Source: an optimization exercise on an open RTL-to-GDS flow (aim: small area, a short achievable clock period and few clock cycles per item). Production flows keep margins and buffers that such runs may drop. Function was checked by simulation only, so behaviour that the tests miss may differ from the original. Power figures rest on the tool's default switching activity, not on a simulated workload.

==> try-juniper: inputs <==
// envelope_engine
module envelope_engine (
    input  wire         clk,
    input  wire         rst,
    input  wire         cmd_valid,
    output wire         cmd_ready,
    input  wire         cmd_check,      
    input  wire [63:0]  cmd_tag,        
    input  wire [31:0]  cmd_gen,        
    input  wire [1:0]   cmd_gen_mode,   
    input  wire [15:0]  cmd_gen_lag,    
    input  wire [3:0]   cmd_fmt,        
    input  wire         cmd_loaded,     
    input  wire         cmd_far,        
    input  wire [63:0]  cmd_pred_res,   
    input  wire         in_valid,
    output wire         in_ready,
    input  wire [63:0]  in_data,
    output wire         res_valid,
    input  wire         res_ready,
    output wire [255:0] res_env,        
    output reg  [4:0]   res_bad         
);
export LEC_CHECK = 0
export CAP_MARGIN = 20
export CORE_MARGIN = 2
export CORE_UTILIZATION = 60
export PLACE_DENSITY = 0.7
export SETUP_SLACK_MARGIN = 2
export SLEW_MARGIN = 20
create_clock -name core_clock -period 30.0 [get_ports {clk}]
standard.sh (not shown) runs the stock make flow with config.mk's settings and CLKGATE_MAP_FILE= SYNTH_SCRIPT=/design/flow/synth_recipe.tcl, a recipe that flattens the netlist after the stock synthesis.
==> flow/flow/run.sh <==
#!/bin/bash
set -o pipefail
export BUFFER_PORTS_ARGS="-buffer_cell sky130_fd_sc_hd__buf_1"
bash standard.sh > standard.log 2>&1
==> try-indigo (differences from try-juniper) <==
--- a/flow/design.v
+++ b/flow/design.v
@@ -78,104 +78,109 @@
         else if (beat_fire | body_fire)
             cnt <= cnt + 10'd1;
     end
     wire       payload = ~cnt[9];
     wire [1:0] j       = cnt[1:0];
     wire       body    = cnt[9] & ~mode_check;
     reg  [31:0] crc_n;
-    reg  [31:0] crc_field;      
-    wire force_ones = (cnt == 10'd0) | (cnt[9] & (j == 2'd0) & mode_check);
-    wire force_zero = body & (j == 2'd0);
+    reg  first1;
+    always @(posedge clk)
+        first1 <= cmd_rdy | (first1 & ~v);
+    wire force_ones = first1 | (cnt[9] & (j == 2'd0) & mode_check);
+    wire force_zero = body & (j == 2'd3);
     wire [31:0] crc_in = force_ones ? 32'hFFFFFFFF : force_zero ? 32'h0 : ~crc_n;
     reg  [63:0] body_word;
     always @(*) begin
         case (j)
-            2'd0:    body_word = {~crc_n, 32'h0};
-            2'd1:    body_word = pred_res;
-            2'd2:    body_word = tag;
-            default: body_word = {26'd0, flags, gen};
+            2'd0:    body_word = {pred_res[31:0], 32'h0};
+            2'd1:    body_word = {tag[31:0], pred_res[63:32]};
+            2'd2:    body_word = {gen, tag[63:32]};
+            default: body_word = {~crc_n ^ {26'd0, flags}, 32'h0};
         endcase
     end
     wire [63:0] crc_data = body ? body_word : d;
     wire [31:0] crc_next;
     crc32c_step64 u_crc (.c(crc_in), .d(crc_data), .q(crc_next));
     reg  [63:0] rot;
     function [15:0] csa;        
         input [7:0] x, y, z;
         reg [7:0] k;
         begin
             k   = (x & y) | (x & z) | (y & z);
             csa = {k[6:0], k[7], x ^ y ^ z};
         end
     endfunction
-    wire [7:0]  acc = (cnt[9:3] == 7'd0) ? 8'd0 : rot[7:0];
+    reg         first8;
+    always @(posedge clk)
+        first8 <= cmd_rdy | (first8 & ~(v & (cnt[2:0] == 3'd7)));
+    wire [7:0]  acc = first8 ? 8'd0 : rot[7:0];
     wire [15:0] l1a = csa(acc,     d[7:0],   d[15:8]);
     wire [15:0] l1b = csa(d[23:16], d[31:24], d[39:32]);
     wire [15:0] l1c = csa(d[47:40], d[55:48], d[63:56]);
     wire [15:0] l2a = csa(l1a[7:0], l1a[15:8], l1b[7:0]);
     wire [15:0] l2b = csa(l1b[15:8], l1c[7:0], l1c[15:8]);
     wire [15:0] l3  = csa(l2a[7:0], l2a[15:8], l2b[7:0]);
     wire [15:0] l4  = csa(l3[7:0], l3[15:8], l2b[15:8]);
-    wire [8:0]  s9  = l4[7:0] + l4[15:8];
-    wire        ge  = s9[8] | (&s9[7:0]);
-    wire [7:0]  s9p = s9[7:0] + {7'd0, ge};
-    wire [7:0]  res_new = (&l4) ? 8'd0 : s9p;
+    wire [8:0]  s0  = {1'b0, l4[7:0]} + {1'b0, l4[15:8]};
+    wire [8:0]  s1  = {1'b0, l4[7:0]} + {1'b0, l4[15:8]} + 9'd1;
+    wire [7:0]  res_new = (&l4) ? 8'd0 : s1[8] ? s1[7:0] : s0[7:0];
     wire [15:0] gen_lag     = pred_res[15:0];
     wire [1:0]  gen_mode    = pred_res[17:16];
     wire        gen_checked = (gen_mode == 2'd1) | (gen_mode == 2'd2);
-    wire        gen_pos     = (gen_mode == 2'd2) & (gen > {16'd0, gen_lag});
-    wire [31:0] gen_expect  = gen_pos ? (gen - {16'd0, gen_lag}) : 32'd0;
+    wire [32:0] gen_diff    = {1'b0, gen} - {17'd0, gen_lag};
+    wire        gen_pos     = (gen_mode == 2'd2) & ~gen_diff[32] & (|gen_diff[31:0]);
+    wire [31:0] gen_expect  = gen_diff[31:0] & {32{gen_pos}};
     reg  [31:0] cmp_lo, cmp_hi;
     always @(*) begin
         case (j)
             2'd0: begin
                 cmp_lo = crc_n;
                 cmp_hi = rot[31:0];
             end
             2'd1: begin
-                cmp_lo = mode_check ? rot[63:32] : rot[31:0];
-                cmp_hi = mode_check ? tag[31:0]  : rot[63:32];
+                cmp_lo = rot[63:32];
+                cmp_hi = tag[31:0];
             end
             default: begin
                 cmp_lo = tag[63:32];
                 cmp_hi = gen_expect;
             end
         endcase
     end
     wire ne_lo = (crc_data[31:0]  != cmp_lo);
     wire ne_hi = (crc_data[63:32] != cmp_hi);
     always @(posedge clk) begin
         if (v) begin
             crc_n <= ~crc_next;
             if (payload)
                 rot <= {res_new, rot[63:8]};
-            if (cnt[9] && j == 2'd0)
-                crc_field <= crc_n;
+            else if (j == 2'd0)
+                rot[31:0] <= crc_n;
             if (cnt[9]) begin
                 case (j)
                     2'd0: begin
                         res_bad[1] <= mode_check & ne_lo;
-                        res_bad[2] <= mode_check & ne_hi;
+                        res_bad[2] <= ne_hi;
                     end
                     2'd1: begin
-                        res_bad[2] <= mode_check ? (res_bad[2] | ne_lo) : (ne_lo | ne_hi);
+                        res_bad[2] <= res_bad[2] | ne_lo;
                         res_bad[3] <= mode_check & ne_hi;
                     end
                     2'd2: begin
                         res_bad[3] <= mode_check & (res_bad[3] | ne_lo);
                         res_bad[4] <= mode_check & gen_checked & ne_hi;
                     end
                     default: begin
                         res_bad[0] <= mode_check & (crc_next != RESIDUE);
                     end
                 endcase
             end
         end
     end
-    assign res_env = {crc_n, 26'd0, flags, gen, tag, pred_res, crc_field};
+    assign res_env = {crc_n, 26'd0, flags, gen, tag, pred_res, rot[31:0]};
 endmodule
 module crc32c_step64 (input wire [31:0] c, input wire [63:0] d, output wire [31:0] q);
     wire [63:0] x = {d[63:32], c ^ d[31:0]};
     wire n64 = x[38] ^ x[47];
     wire n65 = x[14] ^ x[18];
     wire n66 = x[32] ^ x[55];
     wire n67 = x[1] ^ x[12];
==> flow/flow/run.sh (replaced) <==
#!/bin/bash
set -o pipefail
export BUFFER_PORTS_ARGS="-buffer_cell sky130_fd_sc_hd__buf_1"
bash standard.sh SETUP_SLACK_MARGIN=23 finish > standard.log 2>&1
- CORE_UTILIZATION: 60 -> 50
- PLACE_DENSITY: 0.7 -> 0.65
==> comparison <==
Of try-juniper and try-indigo, try-indigo has the higher clock-buffer cell count (gap 5).
Between try-indigo and try-juniper, the lower register-to-register slack is in try-juniper (gap 440 ps).
Against try-juniper, the worst hold slack of try-indigo is worse by 26 ps.
Of try-indigo and try-juniper, try-juniper has the higher flip-flop and latch count (gap 30).
Between try-juniper and try-indigo, the lower setup slack is in try-juniper (gap 180 ps).
Of try-indigo and try-juniper, try-indigo has the higher synthesized cell count (gap 1.2%, measured against try-juniper).
Of try-juniper and try-indigo, try-juniper has the higher core utilization (gap 6.2 points).
Between try-indigo and try-juniper, the lower power is in try-indigo (gap about 23%, measured against try-juniper).
==> figures <==
metric	try-indigo	try-juniper
Via count of the first global-routing pass	21059	20706
Global-route wire length before repair	155 mm	147 mm
Net count of the finished layout	3325	3043
Post-Syn Area per Cell	11.0 µm²	11.2 µm²
Timing-limited maximum frequency	136 MHz	133 MHz
Share of total power in the clock network	14.7%	10.9%
Combinational logic power	2.27 mW	3.09 mW
Nonclk inv count	135	130
Switching power of the nets	1.61 mW	2.11 mW
Proportion of synthesized chip area in sequential cells	39.1%	42.8%
Overall power after layout	3.48 mW	4.50 mW
Final worst hold slack	458 ps	484 ps
Internal Pwr Total	1.87 mW	2.39 mW
Critical Path End	res_env[247]	res_env[236]
Cell area after synthesis	24700 µm²	24700 µm²
Synthesized-area fraction occupied by adder cells	6.43%	6.37%
Result of the run	timing/DRC/antenna clean	timing/DRC/antenna clean
Testbench counts of try-juniper, summed over its fixed seeds: cycles 49,824, blocks 96.
Testbench counts of try-indigo, summed over its fixed seeds: cycles 49,824, blocks 96.

-- static timing again, ports no longer ideal --
How much do the figures lean on ideal ports? The routed layouts below were timed once more, with nothing changed but the port constraints. Step 1 sets driving cells, clkbuf_16 on the clock port and buf_2 on the other inputs (assumed; they add their load-dependent delay and slew). Step 2 adds t to the input delays and takes it off the output delays; t is the mean of the earliest and latest rising clock arrival at the registers after step 1. Input paths then give back, and output paths get back, about the clock's delay inside the block. a / b / c = ideal / step 1 / step 2; a / b = the first two.
| run | shift t [ns] | setup slack, ns | worst setup path at the end | slew at the worst register clock pin (ns) |
|---|---|---|---|---|
| try-juniper | 0.651 | 22.465 / 22.401 / 22.378 | input to register | 0.08 / 0.08 |
| try-indigo | 0.642 | 22.642 / 22.582 / 22.597 | input to register | 0.07 / 0.07 |
After both steps every run listed still meets setup and hold. The setup slack of try-juniper, which loses most, moves by -0.064 ns with the drivers and by -0.087 ns with both steps.
